This design comes from an exercise in tuning for small area, a short achievable clock period and few clock cycles per item on the open sky130 flow, not from production work.
For this run, only the layout was checked, not whether the RTL still works.
Power figures rest on the tool's default switching activity, not on a simulated workload.

### design/flow/design.v
module srv_loop_block (
    input  wire        clk,
    input  wire        rst,           
    input  wire        wr_en,
    input  wire [7:0]  wr_addr,
    input  wire [31:0] wr_data,
    input  wire        run_valid,
    output wire        run_ready,
    input  wire        run_close,     
    input  wire [15:0] run_m,         
    input  wire [15:0] run_now,       
    input  wire [15:0] run_ff,        
    input  wire [15:0] run_openval,   
    output reg         done,
    output reg  [15:0] y,
    output reg  [15:0] v,
    output reg  [31:0] i_out,
    output reg         iclamp,
    output reg         aw,
    output reg         esign          
);
    localparam S_IDLE   = 3'd0,
               S_GAIN   = 3'd1,
               S_GSTORE = 3'd2,
               S_MAC    = 3'd3,
               S_SSTORE = 3'd4,
               S_INTEG  = 3'd5,
               S_OUT    = 3'd6,
               S_IMUL   = 3'd7;
    reg signed [15:0] gain;
    reg        [1:0]  gshift;
    reg signed [15:0] ki;
    reg        [3:0]  ki_shift;
    reg        [14:0] iclamp_lim;
    reg signed [15:0] limit_lo, limit_hi;
    reg        [2:0]  nn, nb;
    reg [159:0] cb0;
    reg [159:0] cb1;
    reg [159:0] cb2;
    reg [159:0] ca1;
    reg [159:0] ca2;
    reg [19:0]  csh;
    reg [159:0] sx1;
    reg [159:0] sx2;
    reg [159:0] sy1;
    reg [159:0] sy2;
    reg signed [31:0] integ;
    reg               aw_r;
    reg               esign_r;
    reg        [2:0]  state;
    reg        [3:0]  sec;
    reg        [2:0]  step;
    reg               close_r;
    reg signed [15:0] e_r;
    reg signed [15:0] ff_r;
    reg signed [15:0] run_openval_r;
    reg signed [15:0] xcur;
    reg signed [43:0] acc;
    reg               clamp_act;
    reg               clamp_neg;
    wire [2:0] nn_eff = (nn > 3'd4) ? 3'd4 : nn;
    wire [2:0] nb_eff = (nb == 3'd7) ? 3'd6 : nb;
    assign run_ready = (state == S_IDLE);
    wire [3:0] wsec = wr_addr[7] ? {2'b00, wr_addr[5:4]} : (wr_addr[7:4] + 4'd2);
    function signed [15:0] sat16;
        input signed [47:0] a;
        begin
            if (a > 48'sd32767)
                sat16 = 16'sh7fff;
            else if (a < -48'sd32768)
                sat16 = -16'sh8000;
            else
                sat16 = a[15:0];
        end
    endfunction
    function signed [15:0] store;
        input signed [43:0] a;
        input        [1:0]  s;
        reg   signed [47:0] t;
        reg   signed [47:0] q;
        begin
            t = {{4{a[43]}}, a} <<< s;
            if (t[47])
                q = -((-t + 48'sd16384) >>> 15);
            else
                q = (t + 48'sd16384) >>> 15;
            store = sat16(q);
        end
    endfunction
    reg signed [15:0] mul_a, mul_b;
    wire signed [31:0] prod = mul_a * mul_b;
    always @* begin
        mul_a = e_r;
        mul_b = gain;
        case (state)
            S_GAIN:  begin mul_a = e_r; mul_b = gain; end
            S_IMUL:  begin mul_a = e_r; mul_b = ki;   end
            S_MAC: begin
                case (step)
                    3'd0:    begin mul_a = xcur;     mul_b = cb0[sec*16 +: 16]; end
                    3'd1:    begin mul_a = sx1[sec*16 +: 16]; mul_b = cb1[sec*16 +: 16]; end
                    3'd2:    begin mul_a = sx2[sec*16 +: 16]; mul_b = cb2[sec*16 +: 16]; end
                    3'd3:    begin mul_a = sy1[sec*16 +: 16]; mul_b = ca1[sec*16 +: 16]; end
                    default: begin mul_a = sy2[sec*16 +: 16]; mul_b = ca2[sec*16 +: 16]; end
                endcase
            end
            default: ;
        endcase
    end
    wire signed [43:0] prod_ext = {{12{prod[31]}}, prod};
    wire signed [31:0] pki = acc[31:0];
    reg signed [32:0] delta;
    reg signed [32:0] pabs_sh;
    reg        [3:0]  dsh;
    always @* begin
        dsh     = ki_shift - 4'd1;
        pabs_sh = 33'sd0;
        if (ki_shift == 4'd0) begin
            delta = {pki, 1'b0};
        end else begin
            if (pki[31]) begin
                pabs_sh = ((-{pki[31], pki}) + ((33'sd1 <<< dsh) >>> 1)) >>> dsh;
                delta = -pabs_sh;
            end else begin
                pabs_sh = ({pki[31], pki} + ((33'sd1 <<< dsh) >>> 1)) >>> dsh;
                delta = pabs_sh;
            end
        end
    end
    wire        e_zero = (e_r == 16'sd0);
    wire        e_neg  = e_r[15];
    wire        aw_drop = aw_r && !e_zero && (e_neg == esign_r);
    wire        aw_keep = aw_r && (e_zero || (e_neg == esign_r));
    wire signed [16:0] open_ui = $signed({run_openval_r[15], run_openval_r}) - $signed({ff_r[15], ff_r});
    wire signed [33:0] i_unl = close_r ? $signed({open_ui[16], open_ui, 16'd0})
                                       : ($signed({{2{integ[31]}}, integ}) + (aw_drop ? 34'sd0 : {delta[32], delta}));
    wire signed [33:0] i_lim = {3'b000, iclamp_lim, 16'd0};
    wire        i_over  = i_unl > i_lim;
    wire        i_under = i_unl < -i_lim;
    wire signed [33:0] i_new = i_over ? i_lim : (i_under ? -i_lim : i_unl);
    reg signed [31:0] ui_abs;
    reg signed [15:0] ui;
    always @* begin
        if (integ[31]) begin
            ui_abs = ((-integ) + 32'sd32768) >>> 16;
            ui = -ui_abs[15:0];
        end else begin
            ui_abs = (integ + 32'sd32768) >>> 16;
            ui = ui_abs[15:0];
        end
    end
    wire signed [47:0] vsum = $signed({{32{xcur[15]}}, xcur}) + $signed({{32{ui[15]}}, ui})
                            + $signed({{32{ff_r[15]}}, ff_r});
    wire signed [15:0] v_new = sat16(vsum);
    wire signed [15:0] y_new = (v_new < limit_lo) ? ((limit_lo > limit_hi) ? limit_hi : limit_lo)
                                                  : ((v_new > limit_hi) ? limit_hi : v_new);
    wire        lim_act = (y_new != v_new);
    wire        lim_neg = (v_new < y_new);           
    wire        dir_neg = lim_act ? lim_neg : clamp_neg;
    wire        gain_neg = gain[15];
    reg        have_next;
    reg [3:0]  next_sec;
    always @* begin
        have_next = 1'b0;
        next_sec  = 4'd0;
        if (sec < 4'd4) begin
            if ({1'b0, sec[2:0]} + 4'd1 < {1'b0, nn_eff}) begin
                have_next = 1'b1; next_sec = sec + 4'd1;
            end else if (nb_eff != 3'd0) begin
                have_next = 1'b1; next_sec = 4'd4;
            end
        end else begin
            if (sec - 4'd4 + 4'd1 < {1'b0, nb_eff}) begin
                have_next = 1'b1; next_sec = sec + 4'd1;
            end
        end
    end
    wire signed [16:0] err_diff = $signed({run_now[15], run_now}) - $signed({run_m[15], run_m});
    wire signed [15:0] ssum;
    assign ssum = store(acc, csh[sec*2 +: 2]);
    always @(posedge clk) begin
        if (rst) begin
            state    <= S_IDLE;
            sec      <= 4'd0;
            step     <= 3'd0;
            close_r  <= 1'b0;
            e_r      <= 16'sd0;
            ff_r     <= 16'sd0;
            run_openval_r <= 16'sd0;
            xcur     <= 16'sd0;
            acc      <= 44'sd0;
            clamp_act <= 1'b0;
            clamp_neg <= 1'b0;
            integ    <= 32'sd0;
            aw_r     <= 1'b0;
            esign_r  <= 1'b0;
            done     <= 1'b0;
            y        <= 16'd0;
            v        <= 16'd0;
            i_out    <= 32'd0;
            iclamp   <= 1'b0;
            aw       <= 1'b0;
            esign    <= 1'b0;
            gain     <= 16'sd0;
            gshift   <= 2'd0;
            ki       <= 16'sd0;
            ki_shift <= 4'd0;
            iclamp_lim <= 15'd0;
            limit_lo <= 16'sd0;
            limit_hi <= 16'sd0;
            nn       <= 3'd0;
            nb       <= 3'd0;
            cb0 <= 160'd0; cb1 <= 160'd0; cb2 <= 160'd0;
            ca1 <= 160'd0; ca2 <= 160'd0; csh <= 20'd0;
            sx1 <= 160'd0; sx2 <= 160'd0;
            sy1 <= 160'd0; sy2 <= 160'd0;
        end else begin
            done <= 1'b0;
            if (wr_en) begin
                case (wr_addr[7:4])
                    4'h0: begin
                        case (wr_addr[3:2])
                            2'd0: begin gain <= wr_data[15:0]; gshift <= wr_data[17:16]; end
                            2'd1: begin ki <= wr_data[15:0]; ki_shift <= wr_data[19:16]; end
                            2'd2: iclamp_lim <= wr_data[14:0];
                            2'd3: begin limit_lo <= wr_data[15:0]; limit_hi <= wr_data[31:16]; end
                        endcase
                    end
                    4'h1: begin
                        if (wr_addr[3:2] == 2'd0) begin
                            nb <= wr_data[2:0];
                            nn <= wr_data[6:4];
                        end
                    end
                    4'h2, 4'h3, 4'h4, 4'h5, 4'h6, 4'h7,
                    4'h8, 4'h9, 4'ha, 4'hb: begin
                        case (wr_addr[3:2])
                            2'd0: begin cb0[wsec*16 +: 16] <= wr_data[15:0]; cb1[wsec*16 +: 16] <= wr_data[31:16]; end
                            2'd1: begin cb2[wsec*16 +: 16] <= wr_data[15:0]; ca1[wsec*16 +: 16] <= wr_data[31:16]; end
                            2'd2: begin ca2[wsec*16 +: 16] <= wr_data[15:0]; csh[wsec*2 +: 2] <= wr_data[17:16]; end
                            default: ;
                        endcase
                    end
                    default: ;
                endcase
            end
            case (state)
                S_IDLE: begin
                    if (run_valid) begin
                        close_r       <= run_close;
                        ff_r          <= run_ff;
                        run_openval_r <= run_openval;
                        if (run_close) begin
                            e_r <= 16'sd0;
                            sx1 <= 160'd0; sx2 <= 160'd0;
                            sy1 <= 160'd0; sy2 <= 160'd0;
                        end else begin
                            e_r <= sat16({{31{err_diff[16]}}, err_diff});
                        end
                        state <= S_GAIN;
                    end
                end
                S_GAIN: begin
                    acc   <= prod_ext;
                    state <= S_GSTORE;
                end
                S_GSTORE: begin
                    xcur <= store(acc, gshift);
                    step <= 3'd0;
                    if (nn_eff != 3'd0) begin
                        sec   <= 4'd0;
                        state <= S_MAC;
                    end else if (nb_eff != 3'd0) begin
                        sec   <= 4'd4;
                        state <= S_MAC;
                    end else begin
                        state <= S_IMUL;
                    end
                end
                S_MAC: begin
                    case (step)
                        3'd0:       acc <= prod_ext;
                        3'd1, 3'd2: acc <= acc + prod_ext;
                        default:    acc <= acc - prod_ext;
                    endcase
                    if (step == 3'd4) begin
                        step  <= 3'd0;
                        state <= S_SSTORE;
                    end else begin
                        step <= step + 3'd1;
                    end
                end
                S_SSTORE: begin
                    sx2[sec*16 +: 16] <= sx1[sec*16 +: 16];
                    sx1[sec*16 +: 16] <= xcur;
                    sy2[sec*16 +: 16] <= sy1[sec*16 +: 16];
                    sy1[sec*16 +: 16] <= ssum;
                    xcur     <= ssum;
                    if (have_next) begin
                        sec   <= next_sec;
                        state <= S_MAC;
                    end else begin
                        state <= S_IMUL;
                    end
                end
                S_IMUL: begin
                    acc   <= prod_ext;
                    state <= S_INTEG;
                end
                S_INTEG: begin
                    integ     <= i_new[31:0];
                    clamp_act <= i_over | i_under;
                    clamp_neg <= i_under;
                    aw_r      <= close_r ? 1'b0 : aw_keep;
                    state     <= S_OUT;
                end
                S_OUT: begin
                    if (lim_act || clamp_act) begin
                        aw_r    <= 1'b1;
                        esign_r <= dir_neg ^ gain_neg;
                        aw      <= 1'b1;
                        esign   <= dir_neg ^ gain_neg;
                    end else begin
                        aw      <= aw_r;
                        esign   <= esign_r;
                    end
                    y      <= y_new;
                    v      <= v_new;
                    i_out  <= integ;
                    iclamp <= (integ == $signed({1'b0, iclamp_lim, 16'd0})) ||
                              (integ == -$signed({1'b0, iclamp_lim, 16'd0}));
                    done   <= 1'b1;
                    state  <= S_IDLE;
                end
                default: state <= S_IDLE;
            endcase
        end
    end
endmodule
### design/flow/run.sh
#!/bin/bash
# synth_recipe.tcl (not shown) runs the flow's synth.tcl, then flattens the netlist and writes it again
# the make line also repeats each setting of config.mk as NAME=value (left out here)
make -C /OpenROAD-flow-scripts/flow DESIGN_CONFIG=/design/flow/config.mk WORK_HOME=/design/flow/orfs CLKGATE_MAP_FILE= SYNTH_SCRIPT=/design/flow/synth_recipe.tcl finish
### design/flow/config.mk
export PLATFORM = sky130hd
export DESIGN_NAME = srv_loop_block
export DESIGN_NICKNAME = srv_loop_block
export VERILOG_FILES = /design/flow/design.v
export SDC_FILE = /design/flow/constraint.sdc
export NUM_CORES = 4
export LEC_CHECK = 0
export CAP_MARGIN = 20
export CORE_MARGIN = 2
export CORE_UTILIZATION = 40
export PLACE_DENSITY = 0.6
export SLEW_MARGIN = 20
### design/flow/constraint.sdc
create_clock -name core_clock -period 14.0 [get_ports {clk}]
set_input_delay 2.8000 -clock core_clock [delete_from_list [all_inputs] [get_ports {clk}]]
set_output_delay 2.8000 -clock core_clock [all_outputs]
set_load 0.01 [all_outputs]
==> results_dict.tcl <==
set metrics [dict create \
    outcome "timing/DRC/antenna clean" \
    cp_max_fo 16 \
    tightest_slew_ns 1.24 \
    clkLatencyLatePin_ns 0.91 \
    criticalPathCategory "flip-flop to flip-flop" \
    via_per_inst 6.16 \
    async_reset_ff_share_pct 0 \
    hpwl_mm 288 \
    synth_seq_cells 1773 \
    yosys_warnings 1 \
    final_cells 17100 \
    fp.dieH_um 529 \
    initial_core_util_pct 40.2 \
    vdd.ir_drop.worst_v 0.000175 \
    rsz0062_at_grt "no" \
    worst_clock_skew_ns 0.123 \
    multi_input_area_um2 68900 \
    overflow 0 \
    slowest_delay_ns 0.64 \
    period_needed_ns 13.46 \
    r2r_slack_ns 0.54 \
    htreeDepth 4 \
    place_worst_setup_slack_ns 0.445 \
    fmax_mhz 74.3 \
    synth_edf_count 0 \
    layout.nets 14000 \
    io_pins 178 \
    setup_viol 0 \
    clockBufferDepth 4 \
    slew_headroom_pct 17.3 \
    grt_pass1_wl_mm 635 \
    regToRegEndpoint "acc[43]" \
    final_core_util_pct 44.8 \
    placedCellCount 16700 \
    root_buffer "clkbuf_16" \
    cts.reportedPaths.clkPinSlew_ns 0.06 \
    ant_nets 0 \
    wl_per_cell_um 25.2 \
    hold_viol_final 0 \
    p_per_area_nw_per_um2 151 \
    arrival_ns 14.11 \
    synth_area_um2 110000 \
    vias 105000 \
    finalPower_mw 18.5 \
    drc_errors 0 \
    reg2reg_from "step[0]" \
    hold_class "flip-flop to flip-flop" \
    cp-start-kind "flip-flop" \
    yosysSeqAreaShare_pct 32.2 \
    leakage_nw 45.2 \
    yosysTopAreaCell "dfxtp_1" \
    cp-end-kind "flip-flop" \
    hp-start "ki[11]" \
    core_um2 274000 \
    routabilityCongestion 0.974 \
    routed_wirelength_mm 429 \
    die_w_um 529 \
    dieArea_um2 280000 \
    path_delay_family "compound AO/OA/AOI/OAI gates" \
    syn-num-nets 14400 \
    port_buffers 175 \
    worstPathRequired_ns 14.66 \
    std_cell_rows 192 \
    hold_depth 2 \
    yosysTopAreaCellShare_pct 32.2 \
    antenna_found_initial 19 \
    drive_gt1_share_pct 8.94 \
    layout_commonest_cell "nand2_1" \
    final_cell_mix "1778 x nand2_1, 1763 x dfxtp_1, 1537 x nor2_1" \
    syn_to_final_growth_pct 11.2 \
    synth_top_flop_cell "dfxtp_1" \
    hold_end "ki[11]" \
    crit_buf_inv 8 \
    reg2reg_depth 52 \
    tritoncts "built" \
    avgSynthCellArea_um2 8.09 \
    timing.final.crit_share_pct 96.1 \
    postSynthCellCount 13600 \
    cts.sinks 1773 \
    final.fill_count 27400 \
    slew_viol_final 0 \
    first_pass_iters 7 \
    drt_iter0_drc 12900 \
    grt_pass1_vias 96700 \
    ys_types 114 \
    grt_start_max_net_pins 218 \
    setup_tns_ns 0 \
    cts_hold_buf 0 \
    cp_slowest_cell "or4_1" \
    register_area_um2 35500 \
    setup_ws_ns 0.544 \
    cts_made_buffers 196 \
    cpMostUsedCell "a21oi_1" \
    yosys-top-cells-area "dfxtp_1 32%, a22oi_1 6.4%, nand2_1 6.1%" \
    cap_viol_max_count 0 \
    grt_use_total_pct 29.2 \
]
==> metrics by stage <==
stage	area (µm²)	hold slack [ns]
global placement	116000	0.437
global route	123000	0.464
finish	123000	0.450
CTS	122000	0.450
floorplan	110000	0.424
detailed placement	116000	0.442
==> what timing repair did <==
item,4_1_cts,5_1_grt
setup endpoints to repair,0,40
setup buffers,0,2
gates resized for setup,0,32
==> how the worst max path moves through the flow <==
| stage | start | to | cells past startpoint |
|---|---|---|---|
| after CTS | step[0] | acc[43] | 54 |
| after global placement | step[0] | acc[43] | 54 |
| final | step[0] | acc[43] | 52 |
| after floorplan | ki_shift[0] | integ[14] | 63 |
| after detailed placement | step[0] | acc[43] | 54 |
| after global routing | step[0] | acc[43] | 54 |
==> metal layers <==
| metal | vias to the layer above | routed length [µm] | track usage (%) |
|---|---|---|---|
| li1 | 48000 | - | - |
| met1 | 51000 | 182000 | 40.7 |
| met2 | 5171 | 185000 | 44.2 |
| met3 | 864 | 41600 | 5.14 |
| met4 | 8 | 20000 | 12.5 |
| met5 | - | 57 | 0 |
==> final cells by class <==
class / count / area share [%]
Antenna cell: 8 / 0.0163
Sequential cell: 1773 / 29.0
Tap cell: 3686 / 3.76
Inverter: 584 / 1.79
Timing Repair Buffer: 590 / 4.11
Clock buffer: 273 / 4.57
Clock inverter: 65 / 0.634
Multi-Input combinational cell: 10100 / 56.2
==> logic make-up after synthesis <==
kind of cell	synth area share, %
xor gates and xnor gates	2.98
and+or+nand+nor	19.1
adders and majority gates	9.40
buffers and inverters	6.13
muxes	5.83
AOI/OAI and AO/OA	24.4
DFF	32.2
==> worst register-to-register path: cells and delay by family, from the launching register on <==
family,cells,cell delay [ns]
and+or+nand+nor,8,1.98
buffers and inverters,8,1.02
DFF,1,0.45
xor gates and xnor gates,3,0.52
AOI/OAI and AO/OA,23,5.34
adders and majority gates,9,3.79
muxes,1,0.20
==> Yosys cell counts (113+ instances only) <==
master / n
inv_1: 577
a21o_1: 113
clkbuf_1: 1038
and3_1: 121
o21ai_0: 311
a221o_1: 154
xor2_1: 115
mux2i_1: 248
a22oi_1: 936
nor3_1: 254
nor2_1: 1568
xnor2_1: 261
nand3_1: 180
and2_1: 171
a211oi_1: 141
dfxtp_1: 1773
a221oi_1: 250
nand2_1: 1779
a21oi_1: 1031
fa_1: 286
ha_1: 371
nor2b_1: 168
mux4_2: 146
==> sequential cells by signal, summed over array words and instances (netlist names), 20 cells and up <==
| signal | count |
|---|---|
| cb0 | 160 |
| cb2 | 160 |
| csh | 20 |
| cb1 | 160 |
| sx2 | 160 |
| acc | 44 |
| sy2 | 160 |
| sx1 | 160 |
| sy1 | 160 |
| integ | 32 |
| ca2 | 160 |
| ca1 | 160 |
| i_out | 32 |
==> power breakdown <==
group | total, mW | switching (mW) | internal [mW] | leakage [nW]
Sequential | 5.34 | 0.192 | 5.15 | 14.3
Combinational | 7.87 | 5.32 | 2.55 | 27.8
Clock | 5.26 | 2.21 | 3.06 | 3.14
Total | 18.5 | 7.72 | 10.7 | 45.2

[re-timing with driven ports]
No port has a modelled driver above. Below, the same layout with a new extraction and two added sets of constraints. Step 1 sets driving cells, clkbuf_16 on the clock port and buf_2 on the other inputs (assumed; they add their load-dependent delay and slew). Step 2 also shifts input and output timing later by t, the mid clock arrival at the registers, as if the neighbouring blocks saw the same clock. Slacks: no drivers / after step 1 / after step 2; pairs: no drivers / after step 1.
t, ns: 0.933
slack for setup (ns): 0.544 / 0.544 / 0.544
hold WS [ns]: 0.450 / 0.450 / 0.450
worst setup path after step 2: register to register
latest minus earliest clock arrival (ns): 0.136 / 0.136
After both steps setup and hold are still met in this run. The setup slack of this run moves by 0.000 ns with the drivers and by 0.000 ns with both steps.
